Context: an optimization exercise on an open-source flow, tuned for small area, a short achievable clock period and few clock cycles per item. The choices shown serve that exercise and are no tape-out recipe. Where RTL was checked, it was by simulation tests only, not by an equivalence proof against the original. Power figures rest on the tool's default switching activity, not on a simulated workload.

## vfix_unit
module vfix_unit #(
    parameter LANES = 4
) (
    input  wire                  clk,
    input  wire                  rst,
    input  wire                  in_valid,
    output wire                  in_ready,
    input  wire [2:0]            in_func,
    input  wire                  in_type,
    input  wire [1:0]            in_rnd,
    input  wire                  in_zero,
    input  wire [LANES-1:0]      in_pred,
    input  wire [16*LANES-1:0]   in_a,
    input  wire [16*LANES-1:0]   in_b,
    input  wire [16*LANES-1:0]   in_c,
    input  wire [16*LANES-1:0]   in_d,
    output reg                   out_valid,
    output reg  [16*LANES-1:0]   out_d,
    output reg                   out_sat
);
Size in the first run: about 6300 cells after synthesis, roughly 360 flip-flops, ~50000 µm² of cells after synthesis.
Settings: LEC_CHECK=0, ABC_AREA=1, CAP_MARGIN=0, CORE_MARGIN=2, CORE_UTILIZATION=65, SLEW_MARGIN=0, SYNTH_HIERARCHICAL=1; clock period 25.0 ns.
standard.sh (not shown) runs the stock make flow with config.mk's settings and CLKGATE_MAP_FILE= SYNTH_SCRIPT=/design/flow/synth_recipe.tcl, a recipe that flattens the netlist after the stock synthesis.
==> flow/flow/run.sh <==
#!/bin/bash
# Standard synthesis and layout, with buf_2 cells as the port buffers; the
# layout's timing repair aims at a setup slack of MARGIN ns (the clock
# period and constraints are unchanged) on the worst endpoints, and may
# resize cells across footprints.
set -euo pipefail
MARGIN=19
bash standard.sh synth > synth.log 2>&1
bash standard.sh "BUFFER_PORTS_ARGS=-buffer_cell sky130_fd_sc_hd__buf_2" \
    SETUP_SLACK_MARGIN=$MARGIN TNS_END_PERCENT=5 MATCH_CELL_FOOTPRINT=0 finish > layout.log 2>&1
The starting point completed without violations.
Then changed:
Settings changed: CORE_UTILIZATION 65 to 75.
Clock skew barely changes. Die area goes down by roughly a tenth. Synthesized cell count does not change. Maximum frequency decreases slightly. Wire length climbs by a few percent. Synthesized area stays the same.
Then changed:
Settings changed: CORE_UTILIZATION 75 to 65, CTS_CLUSTER_DIAMETER set to 100, CTS_CLUSTER_SIZE set to 30.
Sequential share of layout area goes up by 0.20 points.
Utilization goes down by 12 points.
Total power goes down by a few percent.
No functional check of the RTL was part of any run of this note.

* * *

Setup of onyx:
vfix_unit, a different RTL version from the one above (not shown whole).
Size in the first run: roughly 340 I/O pins.
==> flow/config.mk <==
export PLATFORM = sky130hd
export DESIGN_NAME = vfix_unit
export DESIGN_NICKNAME = vfix_unit
export VERILOG_FILES = /design/flow/design.v
export SDC_FILE = /design/flow/constraint.sdc
export NUM_CORES = 8
export LEC_CHECK = 0
export ABC_AREA = 1
export CAP_MARGIN = 0
export CORE_MARGIN = 2
export CORE_UTILIZATION = 65
export SLEW_MARGIN = 0
export SYNTH_HIERARCHICAL = 1
==> flow/constraint.sdc <==
create_clock -name core_clock -period 25.0 [get_ports {clk}]
set_input_delay 5.0000 -clock core_clock [delete_from_list [all_inputs] [get_ports {clk}]]
set_output_delay 5.0000 -clock core_clock [all_outputs]
set_load 0.01 [all_outputs]
Scripts as last shown in full above: flow/flow/run.sh
onyx: full flow OK, the timing, design-rule and antenna checks passed
Testbench counts of onyx, summed over its fixed seeds: cycles 16,024, items 16,000.
Inputs modified between onyx and nickel:
Settings: CAP_MARGIN: 0 -> 20; SLEW_MARGIN: 0 -> 20; CORE_UTILIZATION: 65 -> 50.
| wire length on met1 | nickel vs onyx | about 15% higher |
Compared with onyx, nickel shows post-route standard cell area excluding fillers that has gone up by a few percent.
The sequential power number comes out lower for nickel vs onyx.
As of nickel, clock-buffer cell count had risen by more than 10% compared to onyx.
#### Input delta (juniper over nickel)
==> flow/flow/run.sh <==
#!/bin/bash
# Standard synthesis and layout, with buf_2 cells as the port buffers.
set -euo pipefail
bash standard.sh synth > synth.log 2>&1
bash standard.sh "BUFFER_PORTS_ARGS=-buffer_cell sky130_fd_sc_hd__buf_2" finish > layout.log 2>&1
--- outcome ---
juniper was carried through to the last stage, and its layout satisfied the timing, design-rule and antenna checks.
In juniper, arrival time reported for the critical path endpoint is higher than in nickel.
Share of total power in the clock network on juniper is up relative to nickel.
For the ratio of final minimum period to clock period, juniper came in 2.5 points higher than nickel did.
[compare] base=nickel new=juniper: layout filler cell count up 327, total via count after detailed routing lost 846, floorplan die width comparable, met3 track demand over resource has increased.
Going from nickel to juniper, met3 wirelength from detailed routing grew by a few percent.
The met1 usage in global routing in juniper sits 0.88 points below the value recorded for nickel.
nickel reports its last element of the critical path as s1_x[49] while juniper reports s1_a[33].
In juniper, the routed wire length came out 1.5% below the value in nickel.
nickel and juniper ended up with roughly the same hold slack.

* * *

Another version of the RTL of vfix_unit (not shown whole).
Size: about 5,600 cells after synthesis, ~360 flip-flops, roughly 340 I/O pins, roughly 0.046 mm^2 of cells after synthesis.
==> flow/config.mk <==
export PLATFORM = sky130hd
export DESIGN_NAME = vfix_unit
export DESIGN_NICKNAME = vfix_unit
export VERILOG_FILES = /design/flow/design.v
export SDC_FILE = /design/flow/constraint.sdc
export NUM_CORES = 8
export LEC_CHECK = 0
export ABC_AREA = 1
export CAP_MARGIN = 0
export CORE_MARGIN = 2
export CORE_UTILIZATION = 65
export CTS_CLUSTER_DIAMETER = 80
export CTS_CLUSTER_SIZE = 25
export SLEW_MARGIN = 0
export SYNTH_HIERARCHICAL = 1
==> flow/constraint.sdc <==
create_clock -name core_clock -period 25.0 [get_ports {clk}]
set_input_delay 5.0000 -clock core_clock [delete_from_list [all_inputs] [get_ports {clk}]]
set_output_delay 5.0000 -clock core_clock [all_outputs]
set_load 0.01 [all_outputs]
==> flow/flow/run.sh <==
#!/bin/bash
# Synthesis: the standard synthesis script (synth_recipe.tcl), except that
# ABC maps the lane modules with a delay target (flow/abc_lane.script), so
# that it recovers area there instead of mapping for the least delay; the
# top module gets its own (flow/abc_top.script). Then the standard layout
# steps, with buf_2 cells as the port buffers; the layout's timing repair
# aims at a setup slack of MARGIN ns (the clock period and constraints are
# unchanged) on the worst endpoints, and may resize cells across
# footprints.
set -euo pipefail
MARGIN=19
W=$PWD
cat > $W/own_synth.tcl <<EOC
proc abc {args} {
  set i [lsearch \$args -script]
  set lane_args \$args
  lset lane_args [expr {\$i + 1}] $W/flow/abc_lane.script
  yosys abc {*}\$lane_args vfix_lane vfix_fa vfix_xor2 vfix_xnor2
  set top_args \$args
  lset top_args [expr {\$i + 1}] $W/flow/abc_top.script
  yosys abc {*}\$top_args vfix_unit
}
source $W/synth_recipe.tcl
EOC
bash standard.sh SYNTH_SCRIPT=$W/own_synth.tcl synth > synth.log 2>&1
bash standard.sh SYNTH_SCRIPT=$W/own_synth.tcl "BUFFER_PORTS_ARGS=-buffer_cell sky130_fd_sc_hd__buf_2" \
    SETUP_SLACK_MARGIN=$MARGIN TNS_END_PERCENT=5 MATCH_CELL_FOOTPRINT=0 finish > layout.log 2>&1
==> flow/flow/abc_lane.script <==
strash
dch
map -B 0.9 -D 2500
topo
stime -c
buffer -c
upsize -c -D 2500
dnsize -c -D 2500
==> flow/flow/abc_top.script <==
strash
dch
map -B 0.9 -D 1200
topo
stime -c
buffer -c
upsize -c -D 1200
dnsize -c -D 1200
The first run produced a clean layout.
Testbench counts at the start, summed over its fixed seeds: cycles 16,024, items 16,000.
Then changed:
--- a/flow/flow/run.sh
+++ b/flow/flow/run.sh
@@ -26,2 +26,2 @@
 bash standard.sh SYNTH_SCRIPT=$W/own_synth.tcl "BUFFER_PORTS_ARGS=-buffer_cell sky130_fd_sc_hd__buf_2" \
-    SETUP_SLACK_MARGIN=$MARGIN TNS_END_PERCENT=5 MATCH_CELL_FOOTPRINT=0 finish > layout.log 2>&1
+    SETUP_SLACK_MARGIN=$MARGIN TNS_END_PERCENT=5 MATCH_CELL_FOOTPRINT=0 SKIP_GATE_CLONING=1 finish > layout.log 2>&1
==> flow/flow/abc_lane.script (replaced) <==
strash
dch
map -B 0.9 -D 2000
topo
stime -c
buffer -c
upsize -c -D 2000
dnsize -c -D 2000
==> flow/flow/abc_top.script (replaced) <==
strash
dch
map -B 0.9 -D 1500
topo
stime -c
buffer -c
upsize -c -D 1500
dnsize -c -D 1500
Setup slack gains 0.0097 ns.
Routed wire length rose by about 2%.
Utilization increases by 0.93 points.
Design area hardly moves.
Flip-flop and latch count is unchanged.
Combinational power climbs by 3.7%.
Via count rose by about 2.3%.
Power increases by about 2.5%.
Non-clock buffer count grows by 21.
Register-to-register slack improves by 0.08 ns.
Synthesized cell count is about the same.

[static timing again, ports no longer ideal]
In the flow no input, the clock included, has a driving cell. The finished layouts below were timed again as built, in two steps.
Step 1: set_driving_cell puts a clkbuf_16 on clk and a buf_2 on each other input, an assumption about the parent block.
Step 2, shift: input delay + t, output delay - t, t = (earliest + latest rising clock arrival at the registers) / 2. This alone moves slack from input paths to output paths.
a / b / c = ideal / step 1 / step 2; a / b = the first two.
run	t (ns)	setup WS [ns]	latest minus earliest clock arrival (ns)	worst register clock-pin slew, ns	cell pins on the clock port's net
the first run of note 1	0.661	18.882 / 18.819 / 18.228	0.021 / 0.021	0.07 / 0.07	1
the second run of note 1	0.663	18.828 / 18.838 / 18.181	0.020 / 0.020	0.07 / 0.07	1
the third run of note 1	0.683	18.868 / 18.806 / 18.214	0.049 / 0.049	0.12 / 0.12	1
onyx	0.672	18.737 / 18.748 / 18.076	0.037 / 0.036	0.07 / 0.07	1
nickel	0.670	18.789 / 18.770 / 18.100	0.039 / 0.039	0.07 / 0.07	1
juniper	0.673	18.167 / 18.202 / 17.528	0.045 / 0.045	0.07 / 0.07	1
the first run of note 3	0.675	18.882 / 18.810 / 18.250	0.041 / 0.040	0.11 / 0.11	1
the second run of note 3	0.675	18.892 / 18.826 / 18.250	0.026 / 0.027	0.11 / 0.11	1
After both steps every run listed still meets setup and hold. The setup slack of nickel, which loses most, moves by -0.019 ns with the drivers and by -0.689 ns with both steps.
